Source: an optimization exercise on an open RTL-to-GDS flow (aim: small area). Production flows keep margins and buffers that such runs may drop.
The RTL was checked by simulation tests, not by an equivalence proof against the original design.
Power and IR drop assume default switching activity.

==> job 9271 <==
==> flow/design.v (excerpt) <==
module hb_cascade (
    input  wire        clk,
    input  wire        rst,
    input  wire [3:0]  cfg_dec,
    input  wire        in_valid,
    input  wire [15:0] in_data,
    input  wire        in_mark,
    output reg         out_valid,
    output reg  [15:0] out_data,
    output reg         out_mark
);
==> module hb_cascade, before the edit <==
module hb_cascade (
    input  wire        clk,
    input  wire        rst,
    input  wire [3:0]  cfg_dec,
    input  wire        in_valid,
    input  wire [15:0] in_data,
    input  wire        in_mark,
    output reg         out_valid,
    output reg  [15:0] out_data,
    output reg         out_mark
);
    genvar i, j;
    wire [3:0] sel = (cfg_dec > 4'd8) ? 4'd8 : cfg_dec;
    reg        iv;
    reg [15:0] id;
    reg        im;
    reg        act1;
    always @(posedge clk) begin
        iv   <= in_valid & ~rst;
        id   <= in_data;
        im   <= in_mark;
        act1 <= (sel != 4'd0);
    end
    wire [15:0] win [0:95];
    wire [15:0] cen [0:7];
    wire [8:1]  wmk;
    wire [8:1]  srv;                 
    wire [15:0] aw [0:11];
    wire [15:0] ac;
    generate
        for (i = 0; i < 12; i = i + 1) begin : g_mx
            hb_mx8w u_mx (
                .s(srv),
                .d0(win[i]),    .d1(win[12+i]), .d2(win[24+i]), .d3(win[36+i]),
                .d4(win[48+i]), .d5(win[60+i]), .d6(win[72+i]), .d7(win[84+i]),
                .y(aw[i]));
        end
    endgenerate
    hb_mx8w u_mxc (
        .s(srv),
        .d0(cen[0]), .d1(cen[1]), .d2(cen[2]), .d3(cen[3]),
        .d4(cen[4]), .d5(cen[5]), .d6(cen[6]), .d7(cen[7]),
        .y(ac));
    wire [15:0] y;
    wire        ovf;
    hb_au u_au (
        .clk(clk),
        .a0(aw[0]), .a1(aw[1]), .a2(aw[2]),   .a3(aw[3]),   .a4(aw[4]),   .a5(aw[5]),
        .a6(aw[6]), .a7(aw[7]), .a8(aw[8]),   .a9(aw[9]),   .a10(aw[10]), .a11(aw[11]),
        .c(ac), .y(y), .ovf(ovf));
    reg  [8:1]  srv_d;
    reg         wm_d;
    always @(posedge clk) begin
        srv_d <= rst ? 8'd0 : srv;
        wm_d  <= |(srv & wmk);
    end
    wire        ym = wm_d | ovf;
    wire [15:0] a1 [0:10];           
    wire [15:0] b1 [0:5];            
    reg [4:0]  cnt1;
    reg [4:0]  mc1;                  
    wire       ev1 = iv & act1;
    assign srv[1] = ev1 & (cnt1 == 5'd23);
    assign win[0] = id;
    generate
        for (i = 1; i < 12; i = i + 1) begin : g_w1
            assign win[i] = a1[i-1];
        end
    endgenerate
    assign cen[0] = b1[5];
    assign wmk[1] = im | (mc1 <= 5'd21);
    always @(posedge clk) begin
        if (rst) begin
            cnt1 <= 5'd0;
            mc1  <= 5'd23;
        end else if (ev1) begin
            cnt1 <= (cnt1 == 5'd23) ? 5'd22 : cnt1 + 5'd1;
            if (im)
                mc1 <= 5'd0;
            else if (mc1 < 5'd23)
                mc1 <= mc1 + 5'd1;
        end
    end
    wire sa1 = ev1 & cnt1[0];        
    wire sb1 = ev1 & ~cnt1[0];       
    generate
        for (i = 0; i < 11; i = i + 1) begin : g_a1
            hb_hw16 u_w (.clk(clk), .en(sa1), .hold(~sa1), .d(i == 0 ? id : a1[i-1]), .q(a1[i]));
        end
        for (i = 0; i < 6; i = i + 1) begin : g_b1
            hb_hw16 u_w (.clk(clk), .en(sb1), .hold(~sb1), .d(i == 0 ? id : b1[i-1]), .q(b1[i]));
        end
    endgenerate
    wire [8:1] req;
    generate
        for (j = 2; j <= 8; j = j + 1) begin : g_st
            localparam FO = (j == 3 || j >= 5) ? 1'b0 : 1'b1;
            wire [15:0] a [0:11];    
            wire [15:0] b [0:5];     
            reg [4:0]  cnt;
            reg [4:0]  mc;
            reg        rq;
            wire       ev = srv_d[j-1] & (sel >= j);
            wire       ap = (cnt[0] == FO);
            assign req[j] = rq;
            for (i = 0; i < 12; i = i + 1) begin : g_w
                assign win[12*(j-1) + i] = a[i];
            end
            assign cen[j-1] = b[5];
            assign wmk[j] = (mc <= 5'd22);
            always @(posedge clk) begin
                if (rst) begin
                    cnt <= 5'd0;
                    mc  <= 5'd23;
                    rq  <= 1'b0;
                end else begin
                    if (ev) begin
                        cnt <= (cnt == 5'd23) ? 5'd22 : cnt + 5'd1;
                        if (ym)
                            mc <= 5'd0;
                        else if (mc < 5'd23)
                            mc <= mc + 5'd1;
                    end
                    if (ev & ap & (cnt[4:1] == 4'd11))
                        rq <= 1'b1;
                    else if (srv[j])
                        rq <= 1'b0;
                end
            end
            wire sa = ev & ap;       
            wire sb = ev & ~ap;      
            for (i = 0; i < 12; i = i + 1) begin : g_a
                hb_hw16 u_w (.clk(clk), .en(sa), .hold(~sa), .d(i == 0 ? y : a[i-1]), .q(a[i]));
            end
            for (i = 0; i < 6; i = i + 1) begin : g_b
                hb_hw16 u_w (.clk(clk), .en(sb), .hold(~sb), .d(i == 0 ? y : b[i-1]), .q(b[i]));
            end
        end
    endgenerate
    assign req[1] = 1'b0;
    assign srv[2] = req[2] & ~srv[1];
    assign srv[3] = req[3] & ~srv[1] & ~req[2];
    assign srv[4] = req[4] & ~srv[1] & ~|req[3:2];
    assign srv[5] = req[5] & ~srv[1] & ~|req[4:2];
    assign srv[6] = req[6] & ~srv[1] & ~|req[5:2];
    assign srv[7] = req[7] & ~srv[1] & ~|req[6:2];
    assign srv[8] = req[8] & ~srv[1] & ~|req[7:2];
    wire done = (sel == 4'd0) ? iv : srv_d[sel];
    always @(posedge clk) begin
        out_valid <= ~rst & done;
        out_data  <= (sel == 4'd0) ? id : y;
        out_mark  <= (sel == 4'd0) ? im : ym;
    end
endmodule
==> module hb_hw16, before the edit <==
module hb_hw16 (
    input  wire        clk,
    input  wire        en,
    input  wire        hold,
    input  wire [15:0] d,
    output wire [15:0] q
);
    genvar b;
    generate
        for (b = 0; b < 16; b = b + 1) begin : g_b
            hb_hw1 u_h (.clk(clk), .en(en), .hold(hold), .d(d[b]), .q(q[b]));
        end
    endgenerate
endmodule
==> module hb_hw1, before the edit <==
module hb_hw1 (
    input  wire clk,
    input  wire en,
    input  wire hold,
    input  wire d,
    output reg  q
);
    always @(posedge clk)
        q <= (en & d) | (hold & q);
endmodule
make LEC_CHECK=0 ABC_CLOCK_PERIOD_IN_PS=16000 CAP_MARGIN=10 CORE_MARGIN=2 CORE_UTILIZATION=75 CTS_BUF_LIST=sky130_fd_sc_hd__clkbuf_16 CTS_CLUSTER_DIAMETER=80 CTS_CLUSTER_SIZE=30 PLACE_DENSITY=0.82 SLEW_MARGIN=10 SYNTH_HIERARCHICAL=1 finish   # period 16.0 ns
run.sh (not shown) runs the stock make flow with config.mk's settings and CLKGATE_MAP_FILE= SYNTH_SCRIPT=/design/flow/synth_recipe.tcl, a recipe that flattens the netlist after the stock synthesis.
==> job 3292 (differences from job 9271) <==
--- a/flow/design.v
+++ b/flow/design.v
@@ -1986,4 +1986,5 @@
     wire        ym = wm_d | ovf;
-    wire [15:0] a1 [0:10];           
-    wire [15:0] b1 [0:5];            
+    integer k;
+    reg [15:0] a1 [0:10];            
+    reg [15:0] b1 [0:5];             
     reg [4:0]  cnt1;
@@ -2011,13 +2012,13 @@
         end
-    end
-    wire sa1 = ev1 & cnt1[0];        
-    wire sb1 = ev1 & ~cnt1[0];       
-    generate
-        for (i = 0; i < 11; i = i + 1) begin : g_a1
-            hb_hw16 u_w (.clk(clk), .en(sa1), .hold(~sa1), .d(i == 0 ? id : a1[i-1]), .q(a1[i]));
+        if (ev1 & cnt1[0]) begin
+            a1[0] <= id;
+            for (k = 1; k < 11; k = k + 1)
+                a1[k] <= a1[k-1];
+        end
+        if (ev1 & ~cnt1[0]) begin
+            b1[0] <= id;
+            for (k = 1; k < 6; k = k + 1)
+                b1[k] <= b1[k-1];
         end
-        for (i = 0; i < 6; i = i + 1) begin : g_b1
-            hb_hw16 u_w (.clk(clk), .en(sb1), .hold(~sb1), .d(i == 0 ? id : b1[i-1]), .q(b1[i]));
-        end
-    endgenerate
+    end
     wire [8:1] req;
@@ -2026,4 +2027,4 @@
             localparam FO = (j == 3 || j >= 5) ? 1'b0 : 1'b1;
-            wire [15:0] a [0:11];    
-            wire [15:0] b [0:5];     
+            reg [15:0] a [0:11];     
+            reg [15:0] b [0:5];      
             reg [4:0]  cnt;
@@ -2057,10 +2058,12 @@
                 end
-            end
-            wire sa = ev & ap;       
-            wire sb = ev & ~ap;      
-            for (i = 0; i < 12; i = i + 1) begin : g_a
-                hb_hw16 u_w (.clk(clk), .en(sa), .hold(~sa), .d(i == 0 ? y : a[i-1]), .q(a[i]));
-            end
-            for (i = 0; i < 6; i = i + 1) begin : g_b
-                hb_hw16 u_w (.clk(clk), .en(sb), .hold(~sb), .d(i == 0 ? y : b[i-1]), .q(b[i]));
+                if (ev & ap) begin
+                    a[0] <= y;
+                    for (k = 1; k < 12; k = k + 1)
+                        a[k] <= a[k-1];
+                end
+                if (ev & ~ap) begin
+                    b[0] <= y;
+                    for (k = 1; k < 6; k = k + 1)
+                        b[k] <= b[k-1];
+                end
             end
@@ -2083,26 +2086,2 @@
 endmodule
-module hb_hw16 (
-    input  wire        clk,
-    input  wire        en,
-    input  wire        hold,
-    input  wire [15:0] d,
-    output wire [15:0] q
-);
-    genvar b;
-    generate
-        for (b = 0; b < 16; b = b + 1) begin : g_b
-            hb_hw1 u_h (.clk(clk), .en(en), .hold(hold), .d(d[b]), .q(q[b]));
-        end
-    endgenerate
-endmodule
-module hb_hw1 (
-    input  wire clk,
-    input  wire en,
-    input  wire hold,
-    input  wire d,
-    output reg  q
-);
-    always @(posedge clk)
-        q <= (en & d) | (hold & q);
-endmodule
 module hb_mx8w (
--- a/flow/config.mk
+++ b/flow/config.mk
@@ -8,3 +8,3 @@
 export ABC_CLOCK_PERIOD_IN_PS = 16000
-export CAP_MARGIN = 10
+export CAP_MARGIN = 20
 export CORE_MARGIN = 2
@@ -12,6 +12,6 @@
 export CTS_BUF_LIST = sky130_fd_sc_hd__clkbuf_16
-export CTS_CLUSTER_DIAMETER = 80
-export CTS_CLUSTER_SIZE = 30
+export CTS_CLUSTER_DIAMETER = 70
+export CTS_CLUSTER_SIZE = 28
 export PLACE_DENSITY = 0.82
-export SLEW_MARGIN = 10
+export SLEW_MARGIN = 20
 export SYNTH_HIERARCHICAL = 1
==> job 5420 (differences from job 9271) <==
--- a/flow/config.mk
+++ b/flow/config.mk
@@ -8,3 +8,3 @@
 export ABC_CLOCK_PERIOD_IN_PS = 16000
-export CAP_MARGIN = 10
+export CAP_MARGIN = 20
 export CORE_MARGIN = 2
@@ -12,6 +12,6 @@
 export CTS_BUF_LIST = sky130_fd_sc_hd__clkbuf_16
-export CTS_CLUSTER_DIAMETER = 80
-export CTS_CLUSTER_SIZE = 30
+export CTS_CLUSTER_DIAMETER = 70
+export CTS_CLUSTER_SIZE = 28
 export PLACE_DENSITY = 0.82
-export SLEW_MARGIN = 10
+export SLEW_MARGIN = 45
 export SYNTH_HIERARCHICAL = 1
==> qor.txt <==
status = timing/DRC/antenna clean
largest register by flop count = g_st.a
met3 usage = 0.0806
synth cell count leaders = edfxtp_1 (2288), nand2_1 (535), fa_1 (500)
tap cells = 1637
Cell Rows = 129
met2 usage = 0.556
(the above is from job 3292)
==> qor.txt <==
clock network power = 2.99 mW
tap cells = 1612
post-synthesis compound-gate area fraction = 0.278
met2 usage = 0.626
Cell Rows = 127
Layout Check Fail Reasons = max-slew violations
Final Slew Violations = 84
synth cell count leaders = dfxtp_1 (2455), a22o_1 (2288), nand2_1 (550)
largest register by flop count = g_st.g_a.u_w.g_b.u_h.q
status = failed layout checks
Hold Buf Count CTS = 0
(the above is from job 9271)
==> qor.txt <==
synth cell count leaders = dfxtp_1 (2455), a22o_1 (2288), nand2_1 (550)
met2 usage = 0.636
Cell Rows = 127
status = timing/DRC/antenna clean
tap cells = 1612
pwr dens = 101 nW/um2
met3 usage = 0.0970
Mapped Cells = 7090
(the above is from job 5420)

==> re-timing with driven ports <==
No port has a modelled driver above. Below, the same layouts with a new extraction and two added sets of constraints.
Step 1, drivers: a clkbuf_16 drives clk and a buf_2 each remaining input, both assumed.
Step 2 adds t to the input delays and takes it off the output delays; t is the mean of the earliest and latest rising clock arrival at the registers after step 1. Input paths then give back, and output paths get back, about the clock's delay inside the block.
Three values: ideal, step 1, step 2; two values: the first two.
| run | t, ns | slack for setup (ns) | worst setup path at the end | worst slew at a driven data input, ns | pins driven straight from the clock port |
|---|---|---|---|---|---|
| job 9271 | 0.826 | 1.479 / 1.479 / 1.479 | register to register | 0.06 | 1 |
| job 3292 | 0.844 | 1.486 / 1.486 / 1.486 | register to register | 0.07 | 1 |
| job 5420 | 0.858 | 1.539 / 1.539 / 1.539 | register to register | 0.04 | 1 |
